Source: an optimization exercise on an open RTL-to-GDS flow (aim: small area, a short achievable clock period and few clock cycles per item). Production flows keep margins and buffers that such runs may drop.
Only simulation tests tie the RTL to the original design; equivalence was not proved.
Power and IR drop assume default switching activity.

`run.sh`:
```
#!/bin/bash
# synth_recipe.tcl (not shown) runs the flow's synth.tcl, then flattens the netlist and writes it again
# the make line also repeats each setting of config.mk as NAME=value (left out here)
make -C /OpenROAD-flow-scripts/flow DESIGN_CONFIG=/design/flow/config.mk WORK_HOME=/design/flow/orfs CLKGATE_MAP_FILE= SYNTH_SCRIPT=/design/flow/synth_recipe.tcl finish
```
`config.mk`:
```
export PLATFORM = sky130hd
export DESIGN_NAME = beam_pulse
export DESIGN_NICKNAME = beam_pulse
export VERILOG_FILES = /design/flow/design.v
export SDC_FILE = /design/flow/constraint.sdc
export NUM_CORES = 4
export LEC_CHECK = 0
export CAP_MARGIN = 20
export CORE_MARGIN = 2
export CORE_UTILIZATION = 40
export PLACE_DENSITY = 0.6
export SLEW_MARGIN = 20
```
`constraint.sdc`:
```
create_clock -name core_clock -period 16.0 [get_ports {clk}]
set_input_delay 3.2000 -clock core_clock [delete_from_list [all_inputs] [get_ports {clk}]]
set_output_delay 3.2000 -clock core_clock [all_outputs]
set_load 0.01 [all_outputs]
```
`design.v`:
```
module beam_pulse (
    input  wire         clk,
    input  wire         rst,
    input  wire [12:0]  cfg_pitch,         
    input  wire [1:0]   cfg_just_mode,
    input  wire [1:0]   cfg_acc_init,
    input  wire [179:0] cfg_exp,           
    input  wire [191:0] cfg_wlaw,          
    input  wire         in_valid,
    output wire         in_ready,
    input  wire [14:0]  in_x,
    input  wire [3:0]   in_level,
    input  wire [3:0]   in_level_left,     
    input  wire [3:0]   in_level_right,    
    input  wire         in_frame_start,    
    input  wire [11:0]  in_fofs,           
    input  wire [11:0]  in_fgain,          
    output reg  [11:0]  node_addr_a,
    output reg  [11:0]  node_addr_b,
    input  wire [31:0]  node_data_a,
    input  wire [31:0]  node_data_b,
    output wire         out_valid,
    input  wire         out_ready,
    output reg  [12:0]  out_off,           
    output reg  [11:0]  out_gt,
    output reg  [4:0]   out_w,             
    output reg  [4:0]   out_j,             
    output reg  [20:0]  out_a,             
    output reg  [20:0]  out_e,             
    output reg  [1:0]   out_acc            
);
    localparam [3:0] S_IDLE  = 4'd0,
                     S_DIV1  = 4'd1,    
                     S_NRD   = 4'd2,    
                     S_NODE  = 4'd3,
                     S_SEL   = 4'd4,
                     S_DIV2  = 4'd5,    
                     S_FIX2  = 4'd6,
                     S_DIV3  = 4'd7,    
                     S_FIX3  = 4'd8,
                     S_COMB  = 4'd9,
                     S_EXPO  = 4'd10,
                     S_WIDTH = 4'd11,
                     S_JUST  = 4'd12,
                     S_EDGE  = 4'd13,
                     S_PLACE = 4'd14,
                     S_OUT   = 4'd15;
    localparam integer DW    = 24;      
    localparam [4:0]   DLAST = 5'(DW - 1);
    reg [3:0] state;
    reg [14:0] x_q;
    reg [3:0]  lv_q, lvl_q, lvr_q;
    reg        fs_q;
    reg [11:0] fofs_q, fgain_q;
    reg [12:0] p_q;                     
    reg        last_q;                  
    reg [12:0] fr_q;
    reg [31:0] na_q, nb_q;
    reg        neg_q;
    reg signed [11:0] ofs_n;
    reg [11:0] gain_n;
    reg [23:0] gprod_q;
    reg [11:0] e_q;
    reg [1:0]  acc;
    reg [DW-1:0] div_quo;
    reg [12:0]   div_rem;
    reg [4:0]    div_cnt;
    wire [13:0] div_shift = {div_rem, div_quo[DW-1]};
    wire        div_ge    = div_shift >= {1'b0, p_q};
    wire [13:0] div_next  = div_ge ? div_shift - {1'b0, p_q} : div_shift;
    wire [DW-1:0] div_q_n = {div_quo[DW-2:0], div_ge};
    wire        div_last  = div_cnt == DLAST;
    wire [12:0] pitch_lim = (cfg_pitch < 13'd16)   ? 13'd16 :
                            (cfg_pitch > 13'd4096) ? 13'd4096 : cfg_pitch;
    wire signed [11:0] ofs_a  = na_q[31:20];
    wire signed [11:0] ofs_b  = nb_q[31:20];
    wire        [11:0] gain_a = na_q[19:8];
    wire        [11:0] gain_b = nb_q[19:8];
    wire               f_centre = na_q[2];
    wire               f_step   = na_q[1];
    wire               f_mask   = na_q[0];
    wire signed [13:0] wa = $signed({1'b0, p_q - fr_q});
    wire signed [13:0] wb = $signed({1'b0, fr_q});
    wire signed [26:0] ofs_num = ofs_a * wa + ofs_b * wb + $signed({15'd0, p_q[12:1]});
    wire [26:0]        ofs_mag = ofs_num[26] ? -ofs_num : ofs_num;
    wire [25:0]        gain_num = gain_a * (p_q - fr_q) + gain_b * fr_q + {14'd0, p_q[12:1]};
    wire        rem_nz = div_rem != 13'd0;
    wire signed [11:0] ofs_floor = neg_q ? -$signed(div_quo[11:0] + {11'd0, rem_nz})
                                         :  $signed(div_quo[11:0]);
    wire signed [12:0] off = {ofs_n[11], ofs_n} + {fofs_q[11], fofs_q};
    wire [11:0] gt = (gprod_q + 24'd1024) >> 11 > 24'd4095 ? 12'd4095
                                                           : 12'((gprod_q + 24'd1024) >> 11);
    wire [191:0] exp_tab = {cfg_exp, 12'd0};         
    wire [11:0]  exp_l   = exp_tab[12*lv_q +: 12];
    wire [23:0] eprod = exp_l * out_gt;
    wire [23:0] eround = (eprod + 24'd1024) >> 11;
    wire [11:0] e_val = (eround > 24'd4095) ? 12'd4095 : eround[11:0];
    integer i;
    reg [4:0] wcount;
    always @(*) begin
        wcount = 5'd0;
        for (i = 0; i < 16; i = i + 1)
            if (e_q >= cfg_wlaw[12*i +: 12])
                wcount = wcount + 5'd1;
    end
    wire [4:0] j_right  = 5'd16 - out_w;
    wire [4:0] j_centre = (5'd16 - out_w) >> 1;
    reg  [4:0] j_val;
    always @(*) begin
        if (f_centre || cfg_just_mode == 2'd1)
            j_val = j_centre;
        else if (cfg_just_mode == 2'd2)
            j_val = 5'd0;
        else if (cfg_just_mode == 2'd3)
            j_val = j_right;
        else if (lvl_q > lvr_q)
            j_val = 5'd0;
        else if (lvr_q > lvl_q)
            j_val = j_right;
        else
            j_val = j_centre;
    end
    wire [1:0]  acc_in = fs_q ? cfg_acc_init : acc;
    wire [2:0]  t_sum  = {1'b0, acc_in} + {1'b0, out_off[1:0]};
    wire signed [11:0] sh0 = {out_off[12], out_off[12:2]};
    wire signed [11:0] sh  = t_sum[2] ? sh0 + 12'sd1 : sh0;
    wire [1:0]  acc_nx = t_sum[1:0];
    wire signed [20:0] a_pos = $signed({2'b0, x_q, 4'd0}) + $signed({16'd0, out_j})
                             + {{9{sh[11]}}, sh};
    wire signed [20:0] e_pos = a_pos + $signed({16'd0, out_w});
    assign in_ready  = state == S_IDLE;
    assign out_valid = state == S_OUT;
    always @(posedge clk) begin
        if (rst) begin
            state       <= S_IDLE;
            acc         <= 2'd0;
            node_addr_a <= 12'd0;
            node_addr_b <= 12'd0;
        end else begin
            case (state)
                S_IDLE: begin
                    if (in_valid) begin
                        x_q     <= in_x;
                        lv_q    <= in_level;
                        lvl_q   <= in_level_left;
                        lvr_q   <= in_level_right;
                        fs_q    <= in_frame_start;
                        fofs_q  <= in_fofs;
                        fgain_q <= in_fgain;
                        p_q     <= pitch_lim;
                        div_quo <= {{(DW-19){1'b0}}, in_x, 4'd0};
                        div_rem <= 13'd0;
                        div_cnt <= 5'd0;
                        state   <= S_DIV1;
                    end
                end
                S_DIV1: begin
                    div_rem <= div_next[12:0];
                    div_quo <= div_q_n;
                    div_cnt <= div_cnt + 5'd1;
                    if (div_last) begin
                        if (div_q_n >= 24'd4095) begin
                            last_q      <= 1'b1;
                            fr_q        <= 13'd0;
                            node_addr_a <= 12'd4095;
                            node_addr_b <= 12'd4095;
                        end else begin
                            last_q      <= 1'b0;
                            fr_q        <= div_next[12:0];
                            node_addr_a <= div_q_n[11:0];
                            node_addr_b <= div_q_n[11:0] + 12'd1;
                        end
                        state <= S_NRD;
                    end
                end
                S_NRD: begin
                    state <= S_NODE;
                end
                S_NODE: begin
                    na_q  <= node_data_a;
                    nb_q  <= node_data_b;
                    state <= S_SEL;
                end
                S_SEL: begin
                    if (last_q || f_step) begin
                        ofs_n  <= ofs_a;
                        gain_n <= gain_a;
                        state  <= S_COMB;
                    end else begin
                        neg_q   <= ofs_num[26];
                        div_quo <= ofs_mag[DW-1:0];
                        div_rem <= 13'd0;
                        div_cnt <= 5'd0;
                        state   <= S_DIV2;
                    end
                end
                S_DIV2: begin
                    div_rem <= div_next[12:0];
                    div_quo <= div_q_n;
                    div_cnt <= div_cnt + 5'd1;
                    if (div_last)
                        state <= S_FIX2;
                end
                S_FIX2: begin
                    ofs_n   <= ofs_floor;
                    div_quo <= gain_num[DW-1:0];
                    div_rem <= 13'd0;
                    div_cnt <= 5'd0;
                    state   <= S_DIV3;
                end
                S_DIV3: begin
                    div_rem <= div_next[12:0];
                    div_quo <= div_q_n;
                    div_cnt <= div_cnt + 5'd1;
                    if (div_last)
                        state <= S_FIX3;
                end
                S_FIX3: begin
                    gain_n <= div_quo[11:0];
                    state  <= S_COMB;
                end
                S_COMB: begin
                    out_off <= off;
                    gprod_q <= gain_n * fgain_q;
                    state   <= S_EXPO;
                end
                S_EXPO: begin
                    out_gt <= gt;
                    state  <= S_WIDTH;
                end
                S_WIDTH: begin
                    e_q   <= e_val;
                    state <= S_JUST;
                end
                S_JUST: begin
                    out_w <= (lv_q == 4'd0 || f_mask) ? 5'd0 : wcount;
                    state <= S_EDGE;
                end
                S_EDGE: begin
                    out_j <= j_val;
                    state <= S_PLACE;
                end
                S_PLACE: begin
                    out_a   <= a_pos;
                    out_e   <= e_pos;
                    out_acc <= acc_nx;
                    acc     <= acc_nx;
                    state   <= S_OUT;
                end
                S_OUT: begin
                    if (out_ready)
                        state <= S_IDLE;
                end
                default: state <= S_IDLE;
            endcase
        end
    end
endmodule
```
==> impl_metrics.csv <==
group,metric,value,unit
cells_and_area,syn_to_final_growth,18.08,%
yosys,postSynthAreaPerCell,9.460,um^2
yosys,netlist-cell-type-count,88,
sta,fin_crit_sh,88.87,%
cells_and_area,final_cell_area,0.06453,mm^2
worst_setup_path,critical_path.most_common_cell,"ha_1",
cells_and_area,final_net_count,8258,
clock_tree,post_cts_resized,0,
worst_setup_path,criticalPathCategory,"primary input to flop",
pwr,peakVddDrop,0.5339,mV
sta,report.final.slew_viol_count,0,
sta,fmax,70.33,MHz
global_route,grt_pass1_wl,247000,um
global_route,antenna_found_initial,13,
worst_setup_path,critical_path.max_fanout,4,
placed_design,placement.io_buffers,600,
drt,post_drt_via_cell_ratio,5.076,
clock_tree,post_cts_setup_buffer_count,0,
worst_setup_path,crit_required,16.39,ns
die,dieArea,0.1396,mm^2
drt,detailedRoute.firstIterationViolations,2420,
yosys,synth.yosys.warnings,1,
yosys,netlist_instances,5777,
pwr,pwr_density_cell,189.4,mW/mm^2
sta,finalClockSkew,0.03520,ns
clock_tree,cts.root.buffer_cell,"clkbuf_16",
run,cap_viol_max_count,0,
yosys,yosys-top-cells-area,"fa_1 (29%), edfxtp_1 (17%), ha_1 (15%)",
die,die_width,373.6,um
sta,setup_viol,0,
pwr,leakage,30.60,nW
sta,final-hold-violation-count,0,
drt,wl_per_cell,19.50,um
sta,grt_setup_unrepaired,"false",
die,num_io_pins,614,
yosys,postSynthRegisterBits,332,
yosys,ys_seq_area_share,17.69,%
clock_tree,tritoncts,"yes",
yosys,postSynthNetCount,7740,
cells_and_area,final_util,47.63,%
sta,fin_tns_setup,0,ns
clock_tree,cts_buffers,47,
yosys,synth_ff_type,"edfxtp_1",
clock_tree,cts-root-to-sink-buffers,3,
yosys,yosys.area.top_type,"fa_1",
clock_tree,cts_max_level,2,
worst_setup_path,cpPeakStageDelay,0.40,ns
die,rows,135,
yosys,mappedNetlistArea,0.05465,mm^2
sta,hold-worst-slack,0.4897,ns
worst_setup_path,cp_data_arrival_time,14.61,ns
worst_setup_path,cp-end-kind,"flop",
outcome,outcome,"complete, no violations",
drt,total_number_of_vias,41200,
clock_tree,cts_hold_repair.buffers,0,
die,core_area,0.1355,mm^2
sta,worst_slew_margin_rel,29.05,%
worst_setup_path,worstSetupStartpoint,"cfg_wlaw[0]",
global_route,global_route.usage.total,22.77,%
clock_tree,clock_insertion_delay_worst_skew,0.65,ns
placed_design,detailed_place_hpwl,130800,um
sta,period_minus_slack,14.22,ns
yosys,synth_enable_flop_cells,302,
worst_hold_path,min-delay-path-class,"flop to flop",
cells_and_area,post_route_cells_drive_above_1_share,4.563,%
worst_setup_path,cp-start-kind,"primary input",
worst_hold_path,worstHoldStart,"node_addr_b[6]",
drt,antenna_left,0,
clock_tree,numClockSinks,332,
cells_and_area,fillCellCount,12890,
worst_setup_path,critical_path.reg2reg.startpoint,"e_q[0]",
yosys,post-synth-top-area-fraction,28.76,%
die,chipHeight,373.6,um
die,start_util,40.34,%
worst_setup_path,cp_slowest_cell,"clkdlybuf4s50_1",
drt,routed_wirelength,158300,um
global_route,largest_net_degree_at_the_start_of_global_routing,45,
global_route,first_global_vias,42960,
drt,drt_drc_violations_left,0,
clock_tree,clk_pin_slew,0.06,ns
sta,worst_pin_slew,1.053,ns
placed_design,gp_congestion,0.8945,
drt,drt_pass1_iterations,8,
placed_design,dpl-instance-area,0.06275,mm^2
yosys,async_flop_share,0,%
global_route,globalRoute.totalOverflow,0,
-- cells in the final DEF (no fill, tap or decap), drive strengths merged, types with 13 or more instances in the layout --
cell type	count
and2	321
a21boi	21
fa	785
nor4	19
clkinv	16
a21o	78
o21ai	163
nor3	87
o22ai	13
a21oi	128
o21bai	18
inv	1278
nand2b	75
clkbuf	54
mux2	33
nand3	38
o21a	26
xor2	74
a211oi	18
a22o	13
edfxtp	302
ha	669
nor2b	64
nor2	195
mux4	48
dfxtp	30
clkdlybuf4s50	599
xnor2	153
buf	72
mux2i	18
nand2	703
and3	25
-- worst paths after layout --
| check | end | slack [ns] | depth (start not counted) |
|---|---|---|---|
| worst max-delay path | out_w[4] | 1.78 | 59 |
| worst min-delay path | node_addr_b[6] | 0.49 | 2 |
| worst max register to register | out_w[4] | 4.09 | 60 |
| worst min register to register | node_addr_b[6] | 0.49 | 2 |
-- area by class of cell --
class	instances	area, um^2	share of cell area, %
clock inverter	33	476.7	0.7388
clock buffer	54	1276	1.978
multi-input combinational	3969	39550	61.29
tap	1781	2228	3.453
inverter	1274	4782	7.411
timing repair buffer	671	6534	10.13
antenna	4	10.01	0.01551
sequential	332	9669	14.98
-- worst max-delay path: cells and delay by family --
| kind | cells | cell delay [ns] |
|---|---|---|
| adders and majority gates | 15 | 4.36 |
| muxes | 7 | 1.78 |
| AOI/OAI and AO/OA | 16 | 2.82 |
| xor gates and xnor gates | 1 | 0.13 |
| and+or+nand+nor | 15 | 1.53 |
| buffers and inverters | 5 | 0.77 |
-- report_power, final --
part	internal (mW)	switching, mW	leakage (nW)
Combinational	4.02	5.88	26.7
Sequential	1.07	0.0675	3.00
Clock	0.727	0.455	0.848
-- cell families (layout without fill, tap and decap cells) --
| logic type | Yosys count | in the layout | synth area share [%] |
|---|---|---|---|
| fa+ha+maj | 1454 | 1454 | 44.07 |
| other cells | 0 | 4 | 0 |
| xor+xnor | 234 | 234 | 4.084 |
| mux | 99 | 99 | 2.988 |
| simple gates | 1594 | 1594 | 14.00 |
| buf+inv | 1476 | 2032 | 10.14 |
| flops | 332 | 332 | 17.69 |
| compound gates | 588 | 588 | 7.029 |
-- cell usage after synthesis, types with 64 or more instances --
| cell | n |
|---|---|
| a21o_1 | 78 |
| a21oi_1 | 126 |
| and2_1 | 320 |
| clkbuf_1 | 194 |
| edfxtp_1 | 302 |
| fa_1 | 785 |
| ha_1 | 669 |
| inv_1 | 1273 |
| nand2_1 | 703 |
| nand2b_1 | 75 |
| nor2_1 | 195 |
| nor2b_1 | 64 |
| nor3_1 | 87 |
| o21ai_0 | 161 |
| xnor2_1 | 148 |
| xor2_1 | 73 |
-- through the flow --
stage	worst slack, ns	std cells	power, mW
2_1_floorplan	2.797	5777	8.311
3_3_place_gp	1.363	8026	10.95
3_5_place_dp	1.181	8026	11.11
4_1_cts	1.842	8113	12.38
5_1_grt	0.8417	8118	13.55
6_report	1.781	8118	12.22
-- per-layer routing --
metal	wire [um]	global-route usage, %	vias to the layer above
li1	-	-	19280
met1	65330	28.84	20630
met2	80040	40.49	1091
met3	8660	3.162	189
met4	4243	6.187	8
met5	53	0	-
-- sequential cells by signal, summed over array words and instances, names as in the netlist, 13 cells and up --
signal   count
out_e       21
out_a       21
gprod_q     14
na_q        27
nb_q        24
div_quo     24
out_off     13
x_q         15
fr_q        13
div_rem     13
p_q         13
Testbench counts, summed over its fixed seeds: cycles 134,300, items 1,600.

[re-timing with driven ports]
The flow's constraints put no driver on any port. The routed layout listed below was extracted and timed again, unchanged, in two steps. Step 1 assumes that a clkbuf_16 drives the clock port and a buf_2 every other input. Step 2 also shifts input and output timing later by t, the mid clock arrival at the registers, as if the neighbouring blocks saw the same clock. a / b / c = ideal ports / drivers / drivers and shift; a / b = the first two.
t, ns: 0.699
setup slack, ns: 1.781 / 1.822 / 1.124
worst hold slack (ns): 0.490 / 0.490 / 0.490
clock arrival spread, ns: 0.039 / 0.039
worst data-port slew with drivers (ns): 0.14
After both steps setup and hold are still met in this run. For this run, drivers alone change the setup slack by +0.041 ns; drivers and shift together by -0.657 ns.
